Context: an optimization exercise on an open-source flow, tuned for small area, a short achievable clock period and few clock cycles per item. The choices shown serve that exercise and are no tape-out recipe. Where RTL was checked, it was by simulation tests only, not by an equivalence proof against the original.

## job 101
==> flow/design.v <==
module comp_merge (
    input  wire         clk,
    input  wire         rst,            
    input  wire [23:0]  cfg_order,      
    input  wire [3:0]   cfg_spr_pos,    
    input  wire [63:0]  cfg_alpha,      
    input  wire [35:0]  cfg_bg,         
    input  wire         in_valid,
    output wire         in_ready,
    input  wire [8:0]   in_vis,         
    input  wire [17:0]  in_prio,        
    input  wire [71:0]  in_alpha,       
    input  wire [323:0] in_col,         
    output reg          out_valid,
    output wire [35:0]  out_col
);
    reg [23:0] order_q;
    reg [3:0]  spr_q;
    reg [63:0] palpha_q;
    reg [35:0] bg_q;
    always @(posedge clk) begin
        order_q  <= cfg_order;
        spr_q    <= cfg_spr_pos;
        palpha_q <= cfg_alpha;
        bg_q     <= cfg_bg;
    end
    reg         s_valid, s_first, k_valid;
    reg [8:0]   s_vis,   k_vis;
    reg [17:0]  s_prio,  k_prio;
    reg [71:0]  s_alpha, k_alpha;
    reg [323:0] s_col,   k_col;
    reg [8:0]   pend;
    assign in_ready = ~k_valid;
    wire acc = in_valid & ~k_valid;
    reg [3:0] pos [0:8];
    integer n, k;
    always @(*) begin
        for (n = 0; n < 8; n = n + 1) begin
            pos[n] = 4'd0;
            for (k = 0; k < 8; k = k + 1)
                if (order_q[3*k +: 3] == n[2:0])
                    pos[n] = (k < spr_q) ? k[3:0] : k[3:0] + 4'd1;
        end
        pos[8] = spr_q;
    end
    wire [7:0] pa [0:8];                
    genvar g;
    generate
        for (g = 0; g < 8; g = g + 1) begin : g_pa
            assign pa[g] = palpha_q[8*g +: 8];
        end
    endgenerate
    assign pa[8] = 8'd255;
    reg [5:0] key [0:8];
    reg [8:0] lt  [0:8];                
    reg [8:0] opq, skip;
    integer i, j;
    always @(*) begin
        for (i = 0; i < 9; i = i + 1) begin
            key[i]  = {s_prio[2*i +: 2], pos[i]};
            opq[i]  = s_vis[i] & (&s_alpha[8*i +: 8]) & (&pa[i]);
            skip[i] = ~(|s_alpha[8*i +: 8]) | ~(|pa[i]);
        end
        for (i = 0; i < 9; i = i + 1)
            for (j = 0; j < 9; j = j + 1)
                lt[i][j] = (i != j) && (key[i] < key[j]);
    end
    reg [8:0] top, active;
    reg       above;
    always @(*) begin
        for (i = 0; i < 9; i = i + 1) begin
            above = 1'b1;               
            for (j = 0; j < 9; j = j + 1)
                if (j != i && opq[j] && !lt[j][i]) above = 1'b0;
            top[i]    = opq[i] & above;
            active[i] = s_vis[i] & ~skip[i] & ~opq[i] & above;
        end
    end
    wire [8:0] pend_eff = s_first ? active : pend;
    reg  [8:0] sel;
    always @(*) begin
        for (i = 0; i < 9; i = i + 1) begin
            sel[i] = pend_eff[i];
            for (j = 0; j < 9; j = j + 1)
                if (j != i && pend_eff[j] && !lt[i][j]) sel[i] = 1'b0;
        end
    end
    wire last = ((pend_eff & (pend_eff - 9'd1)) == 9'd0);
    reg [35:0] d0_top, p_col;
    reg [7:0]  p_alpha, p_pa;
    always @(*) begin
        d0_top  = 36'd0;
        p_col   = 36'd0;
        p_alpha = 8'd0;
        p_pa    = 8'd0;
        for (i = 0; i < 9; i = i + 1) begin
            d0_top  = d0_top  | ({36{top[i]}} & s_col[36*i +: 36]);
            p_col   = p_col   | ({36{sel[i]}} & s_col[36*i +: 36]);
            p_alpha = p_alpha | ({8{sel[i]}}  & s_alpha[8*i +: 8]);
            p_pa    = p_pa    | ({8{sel[i]}}  & pa[i]);
        end
    end
    wire [35:0] d0 = (|top) ? d0_top : bg_q;
    wire [15:0] av  = p_alpha * p_pa + 16'd127;
    wire [16:0] aw  = av + {8'd0, av[15:8]} + 17'd1;
    wire [7:0]  a1  = aw[15:8];
    wire s_done = s_valid & last;
    wire s_free = ~s_valid | last;
    always @(posedge clk) begin
        if (rst) begin
            s_valid <= 1'b0;
            k_valid <= 1'b0;
        end else begin
            if (s_free) begin
                s_valid <= k_valid | acc;
                k_valid <= 1'b0;
            end else if (acc) begin
                k_valid <= 1'b1;
            end
        end
        if (s_free) begin
            s_first <= 1'b1;
            if (k_valid) begin
                s_vis <= k_vis;  s_prio <= k_prio;  s_alpha <= k_alpha;  s_col <= k_col;
            end else begin
                s_vis <= in_vis; s_prio <= in_prio; s_alpha <= in_alpha; s_col <= in_col;
            end
        end else begin
            s_first <= 1'b0;
            pend    <= pend_eff & ~sel;
        end
        if (!k_valid) begin
            k_vis <= in_vis; k_prio <= in_prio; k_alpha <= in_alpha; k_col <= in_col;
        end
    end
    reg        t_valid, t_start, t_last;
    reg [7:0]  t_a;
    reg [35:0] t_col, t_d0;
    always @(posedge clk) begin
        if (rst) t_valid <= 1'b0;
        else     t_valid <= s_valid;
        t_start <= s_first;
        t_last  <= last;
        t_a     <= a1;
        t_col   <= p_col;
        t_d0    <= d0;
    end
    reg  [35:0] dst;
    wire [35:0] d_in = t_start ? t_d0 : dst;
    wire [35:0] d_new;
    generate
        for (g = 0; g < 3; g = g + 1) begin : g_ch
            wire [11:0] c  = t_col[12*g +: 12];
            wire [11:0] d  = d_in[12*g +: 12];
            wire [12:0] e  = {1'b1, c} - {1'b0, d};           
            wire [20:0] m  = t_a * e;
            wire [20:0] u  = m - {1'b0, t_a, 12'd0} + 21'd1044607;
            wire [12:0] h  = u[20:8];
            wire [13:0] y  = h + u[7:0];
            wire [5:0]  h2 = y[13:8];
            wire [8:0]  y2 = h2 + y[7:0];
            assign d_new[12*g +: 12] = h[11:0] + h2 + (y2 >= 9'd255) + d;
        end
    endgenerate
    always @(posedge clk) begin
        if (rst) out_valid <= 1'b0;
        else     out_valid <= t_valid & t_last;
        if (t_valid) dst <= d_new;
    end
    assign out_col = dst;
endmodule
Settings: LEC_CHECK=0, CAP_MARGIN=20, CORE_MARGIN=2, CORE_UTILIZATION=40, SLEW_MARGIN=20; clock period 50.0 ns.
run.sh (not shown) runs the stock make flow with config.mk's settings and CLKGATE_MAP_FILE= SYNTH_SCRIPT=/design/flow/synth_recipe.tcl, a recipe that flattens the netlist after the stock synthesis.
Changes in job 102 relative to job 101:
-- flow/design.v --
<<< job 101, line 39
            pos[n] = 4'd0;
            for (k = 0; k < 8; k = k + 1)
                if (order_q[3*k +: 3] == n[2:0])
                    pos[n] = (k < spr_q) ? k[3:0] : k[3:0] + 4'd1;
        end
        pos[8] = spr_q;
>>> job 102, line 39
            pos[n] = 4'd0;
            for (k = 0; k < 8; k = k + 1)
                pos[n] = pos[n] | ({4{order_q[3*k +: 3] == n[2:0]}} &
                                   ((k < spr_q) ? k[3:0] : k[3:0] + 4'd1));
        end
        pos[8] = spr_q;
<<< job 101, line 154
            wire [11:0] d  = d_in[12*g +: 12];
            wire [12:0] e  = {1'b1, c} - {1'b0, d};           
            wire [20:0] m  = t_a * e;
            wire [20:0] u  = m - {1'b0, t_a, 12'd0} + 21'd1044607;
            wire [12:0] h  = u[20:8];
            wire [13:0] y  = h + u[7:0];
            wire [5:0]  h2 = y[13:8];
            wire [8:0]  y2 = h2 + y[7:0];
            assign d_new[12*g +: 12] = h[11:0] + h2 + (y2 >= 9'd255) + d;
        end
    endgenerate
>>> job 102, line 154
            wire [11:0] d  = d_in[12*g +: 12];
            wire [12:0] e  = {1'b1, c} - {1'b0, d};           
            wire [20:0] u  = t_a * e - {1'b0, t_a, 12'd0} + 21'd1044607;
            wire [29:0] s  = {u, 8'd0} + u + u[20:8] + 30'd256 + {d, 16'd0};
            assign d_new[12*g +: 12] = s[27:16];
        end
    endgenerate
Results
- Final worst-path setup slack: job 102 vs job 101 up 1.70 ns
- Job 102 vs. job 101: non-filler instance count after layout now sits higher; die outline width climbed about 0.65%; post-synthesis to final-layout area growth roughly the same; number of antenna cells inserted went down 13; mean number of vias per cell did not really move.
- Compared with job 101, job 102 shows global-route usage lower by 0.30 points.
- Compared job 101 against job 102; area fraction in and, or, nand and nor cells after synthesis within noise.
- Of the two values seen for commonest non-fill, non-tap cell in the layout, ha_1 was produced by job 102 and dfxtp_1 by job 101.
- The worst hold slack of job 102 falls short of that of job 101 by 0.062 ns.
- [job 102] standard cell core area rose 2200 sq um relative to job 101
- Synthesized area delta for job 102 relative to job 101: about 1.3% higher
Testbench counts of job 102, summed over its fixed seeds: cycles 34,632, pixels 20,480.
The RTL of job 101 was laid out without a check of its function.

==> separate check: timing with driven ports <==
The flow's constraints put no driver on any port. The routed layouts listed below were extracted and timed again, unchanged, in two steps.
Step 1: set_driving_cell puts a clkbuf_16 on clk and a buf_2 on each other input, an assumption about the parent block.
Step 2, shift: input delay + t, output delay - t, t = (earliest + latest rising clock arrival at the registers) / 2. This alone moves slack from input paths to output paths.
Three values: ideal, step 1, step 2; two values: the first two.
run	t (ns)	slack for setup (ns)	worst hold slack (ns)	worst setup path after step 2
job 101	0.847	35.524 / 35.524 / 35.524	0.470 / 0.470 / 0.470	register to register
job 102	0.800	37.224 / 37.224 / 37.224	0.408 / 0.408 / 0.408	register to register
After both steps every run listed still meets setup and hold.
